Source: an optimization exercise on an open RTL-to-GDS flow (aim: small area, a short achievable clock period and few clock cycles). Production flows keep margins and buffers that such runs may drop.
Function was checked by simulation only, so behaviour that the tests miss may differ from the original.

// dig_ctx
module dig_ctx (
  input             clk,
  input             rst,           
  input             open_valid,    
  input      [2:0]  open_alg,      
  input             rel,           
  input             exp_we,        
  input      [2:0]  exp_idx,
  input      [31:0] exp_data,
  input             in_valid,      
  input      [31:0] in_data,
  input             in_last,
  input      [2:0]  in_nbytes,     
  output            in_ready,
  output reg [1:0]  open_resp,     
  output            ctx_busy,
  output            ctx_finished,
  output reg        equal,
  output reg        no_expected,
  output reg [15:0] not_equal_cnt
);
For scale: roughly 8600 cells after synthesis, ~1400 flip-flops, about 0.072 mm² of cells after synthesis.
clock: 10.0 ns
lec_check: 0
cap_margin: 20
core_margin: 2
core_utilization: 40
place_density: 0.6
setup_slack_margin: 5
slew_margin: 20
standard.sh (not shown) runs the stock make flow with config.mk's settings and CLKGATE_MAP_FILE= SYNTH_SCRIPT=/design/flow/synth_recipe.tcl, a recipe that flattens the netlist after the stock synthesis.
==> flow/flow/run.sh <==
#!/bin/bash
# Own flow: the standard layout (standard.sh) with one change in synthesis:
# the ABC mapping runs yosys's fast delay-driven script with a 3 ns target
# (abc -fast -D 3000) instead of ORFS's abc_speed script. Everything else,
# including the registers Yosys infers, is the standard flow.
# Logs: flow.log (make and OpenROAD output) and ORFS's own logs under orfs/logs.
set -euo pipefail
here=$(pwd)

# ORFS's synth.tcl with only its abc call changed
sed 's|log_cmd abc {\*}\$abc_args|log_cmd abc {*}[lrange $abc_args 2 end] -fast -D 3000|' \
  "$FLOW_HOME/scripts/synth.tcl" > "$here/synth_fast.tcl"
grep -q 'lrange $abc_args 2 end\] -fast -D 3000' "$here/synth_fast.tcl"

# The standard flow's synthesis script, sourcing that copy
sed "s|source \$::env(SCRIPTS_DIR)/synth.tcl|source $here/synth_fast.tcl|" \
  "$here/synth_recipe.tcl" > "$here/synth_own.tcl"
grep -q "source $here/synth_fast.tcl" "$here/synth_own.tcl"

# The standard flow's layout command, with that synthesis script
sed "s|SYNTH_SCRIPT=[^ ]*synth_recipe.tcl|SYNTH_SCRIPT=$here/synth_own.tcl|" \
  "$here/standard.sh" > "$here/standard_own.sh"
grep -q "SYNTH_SCRIPT=$here/synth_own.tcl" "$here/standard_own.sh"

bash "$here/standard_own.sh" > "$here/flow.log" 2>&1
Testbench counts at the start, summed over its fixed seeds: cycles 91,116.
==> next run, changes <==
--- a/flow/design.v
+++ b/flow/design.v
@@ -29,13 +29,12 @@
   localparam [255:0] IV = {32'h6a09e667, 32'hbb67ae85, 32'h3c6ef372, 32'ha54ff53a,
                            32'h510e527f, 32'h9b05688c, 32'h1f83d9ab, 32'h5be0cd19};
   reg [2:0]  state;
   reg [6:0]  kidx;         
   reg [3:0]  slot;         
   reg [4:0]  m;            
-  reg [1:0]  rot;          
   reg [31:0] w [0:15];     
   reg [31:0] qa [0:3];     
   reg [31:0] qe [0:3];     
   reg [31:0] exp_v [0:7];  
   reg [7:0]  exp_wr;       
   reg [31:0] p;            
@@ -200,14 +199,13 @@
   wire [31:0] a2s = csa_s(a1s, a1c, b1s), a2c = csa_c(a1s, a1c, b1s);
   wire [31:0] a4s = csa_s(a2s, a2c, b1c), a4c = csa_c(a2s, a2c, b1c);
   wire [31:0] a_new = ks_add(a4s, a4c);
   wire cmp = cmp_q;
   wire [31:0] sum_a = (cmp ? 32'd0 : qa[3]) + (first ? 32'd0 : a);
   wire [31:0] sum_e = (cmp ? 32'd0 : qe[3]) + (first ? 32'd0 : e);
-  wire ff_add = (run && kidx >= 7'd62) ||   
-                (wt && rot != 2'd2);        
+  wire ff_add = run && kidx >= 7'd62;     
   wire ff_h0  = run && kidx == 7'd1;      
   wire [31:0] p_h   = r63 ? qe[1] : g;
   wire [31:0] p_new = p_h + k_t + w[15];
   wire [31:0] ws0   = {w[1][6:0], w[1][31:7]} ^ {w[1][17:0], w[1][31:18]} ^ (w[1] >> 3);
   wire [31:0] ws1   = {w[14][16:0], w[14][31:17]} ^ {w[14][18:0], w[14][31:19]} ^ (w[14] >> 10);
   wire [31:0] w_sch = ws1 + w[9] + ws0 + w[0];
@@ -232,15 +230,17 @@
     end
   end
   always @(posedge clk) begin
     if (start) begin
       qa[0] <= IV[191:160]; qa[1] <= IV[159:128]; qa[2] <= IV[255:224]; qa[3] <= IV[223:192];
       qe[0] <= IV[63:32];   qe[1] <= IV[31:0];    qe[2] <= IV[127:96];  qe[3] <= IV[95:64];
-    end else if (ff_add || ff_h0) begin
-      qa[0] <= ff_h0 ? a : sum_a; qa[1] <= qa[0]; qa[2] <= qa[1]; qa[3] <= qa[2];
-      qe[0] <= ff_h0 ? e : sum_e; qe[1] <= qe[0]; qe[2] <= qe[1]; qe[3] <= qe[2];
+    end else begin
+      qa[0] <= ff_h0 ? a : ff_add ? sum_a : qa[3];
+      qe[0] <= ff_h0 ? e : ff_add ? sum_e : qe[3];
+      qa[1] <= qa[0]; qa[2] <= qa[1]; qa[3] <= qa[2];
+      qe[1] <= qe[0]; qe[2] <= qe[1]; qe[3] <= qe[2];
     end
   end
   always @(posedge clk) begin
     if (exp_ok)
       exp_v[exp_idx] <= exp_data;
   end
@@ -262,13 +262,12 @@
       eq_acc        <= 1'b1;
       r63_q         <= 1'b0;
       init_q        <= 1'b0;
       cmp_q         <= 1'b0;
       slot          <= 4'd0;
       m             <= 5'd0;
-      rot           <= 2'd0;
     end else begin
       if (!open_valid)
         open_resp <= RESP_NONE;
       else if (state != S_FREE)
         open_resp <= RESP_BUSY;
       else if (open_alg != 3'd0)
@@ -333,23 +332,21 @@
           init_q <= 1'b0;
           kidx   <= (kidx == 7'd64) ? 7'd1 : kidx + 7'd1;
           if (kidx == 7'd15) m <= 5'd0;    
           if (kidx == 7'd14 && !m_next[4]) begin
             state <= S_WAIT;
             first <= 1'b1;
-            rot   <= 2'd0;
             r63_q <= 1'b0;
           end
           if (kidx == 7'd64 && final_blk && !init) begin
             state <= S_CMP;
             cmp_q <= 1'b1;
             kidx  <= 7'd1;
           end
         end else if (wt) begin
-          if (rot != 2'd2) rot <= rot + 2'd1;
-          if (slot == 4'd0 && m_next[4] && rot != 2'd0) begin
+          if (slot == 4'd0 && m_next[4]) begin
             state  <= S_RUN;
             kidx   <= 7'd64;
             r63_q  <= 1'b1;
             init_q <= 1'b1;
           end
         end else if (state == S_CMP) begin
Outcome: Wire length goes down by about 3.4%; worst setup slack gets worse by 0.23 ns; hold slack gets better by 0.0036 ns; cell area goes down by 2.0%; synthesized area goes down by about 2.4%; sequential cell count goes down by 2; critical path depth goes up by 23; sequential share of layout area goes up by 0.67 points.
Testbench counts after the change, summed over its fixed seeds: cycles 91,116.

========
dig_ctx, a different RTL version from the one above (not shown whole).
Size: ~1400 flip-flops, about 100 I/O pins, roughly 69000 um2 of cells after synthesis.
Settings: LEC_CHECK=0, CAP_MARGIN=20, CORE_MARGIN=2, CORE_UTILIZATION=40, PLACE_DENSITY=0.6, SETUP_SLACK_MARGIN=5, SLEW_MARGIN=20, TNS_END_PERCENT=5; clock period 10.0 ns.
==> flow/flow/run.sh <==
#!/bin/bash
# Own flow: the standard layout (standard.sh) with one change in synthesis:
# the ABC mapping runs flow/map.abc (strash; dch -f; map -D 3000; then
# buffering and gate sizing to 3 ns) instead of ORFS's abc_speed script. Everything else, including the
# registers Yosys infers, is the standard flow.
# Logs: flow.log (make and OpenROAD output) and ORFS's own logs under orfs/logs.
set -euo pipefail
here=$(pwd)

# ORFS's synth.tcl with only its abc call changed
sed "s|log_cmd abc {\*}\$abc_args|log_cmd abc {*}[lrange \$abc_args 2 end] -script $here/flow/map.abc -D 3000|" \
  "$FLOW_HOME/scripts/synth.tcl" > "$here/synth_map.tcl"
grep -q "flow/map.abc -D 3000" "$here/synth_map.tcl"

# The standard flow's synthesis script, sourcing that copy
sed "s|source \$::env(SCRIPTS_DIR)/synth.tcl|source $here/synth_map.tcl|" \
  "$here/synth_recipe.tcl" > "$here/synth_own.tcl"
grep -q "source $here/synth_map.tcl" "$here/synth_own.tcl"

# The standard flow's layout command, with that synthesis script
sed "s|SYNTH_SCRIPT=[^ ]*synth_recipe.tcl|SYNTH_SCRIPT=$here/synth_own.tcl|" \
  "$here/standard.sh" > "$here/standard_own.sh"
grep -q "SYNTH_SCRIPT=$here/synth_own.tcl" "$here/standard_own.sh"

bash "$here/standard_own.sh" > "$here/flow.log" 2>&1
==> flow/flow/map.abc <==
strash
dch -f
map {D}
topo
stime -c
buffer -c
upsize {D}
dnsize {D}
Testbench counts at the start, summed over its fixed seeds: cycles 90,876.
Then changed:
--- a/flow/design.v
+++ b/flow/design.v
@@ -289,15 +289,15 @@
           end
           if (kidx == 7'd64 && final_blk && !init) begin
             state <= S_CMP;
             cmp_q <= 1'b1;
             kidx  <= 7'd1;
           end
         end else if (wt) begin
-          if (slot == 4'd0 && m_next != 5'd0) begin
+          if (slot == 4'd0 && m_next[4]) begin
             state  <= S_RUN;
             kidx   <= 7'd64;
             r63_q  <= 1'b1;
             init_q <= 1'b1;
           end
         end else if (state == S_CMP) begin
           state       <= S_FIN;
Result: The changed run finished clean. Clock-buffer cell count went down by 3. Hold slack gains 0.019 ns. Cell count went down slightly. Critical path depth went down by 9. Design area barely changes. Maximum frequency went up slightly.
Testbench counts after the change, summed over its fixed seeds: cycles 91,116.

## port drivers added, routing unchanged
Ports are ideal in the flow. The routed layouts listed here were re-timed in OpenROAD.
Step 1 assumes that a clkbuf_16 drives the clock port and a buf_2 every other input.
Step 2 moves the port delays by t, midway between the first and last clock arrival at a register: inputs arrive t later, outputs are due t later. That takes back most of the time a late clock gives input paths.
Slacks: ideal / step 1 / step 2; pairs: ideal / step 1.
| run | shift t [ns] | setup slack, ns | worst data-port slew with drivers (ns) |
|---|---|---|---|
| the first run of note 1 | 0.889 | 5.087 / 5.040 / 4.283 | 0.10 |
| the second run of note 1 | 0.872 | 4.859 / 4.859 / 4.263 | 0.10 |
| the first run of note 2 | 0.907 | 5.028 / 4.945 / 4.402 | 0.17 |
| the second run of note 2 | 0.907 | 5.053 / 4.960 / 4.265 | 0.14 |
After both steps every run listed still meets setup and hold. For the first run of note 1, which loses most, drivers alone change the setup slack by -0.047 ns; drivers and shift together by -0.804 ns.
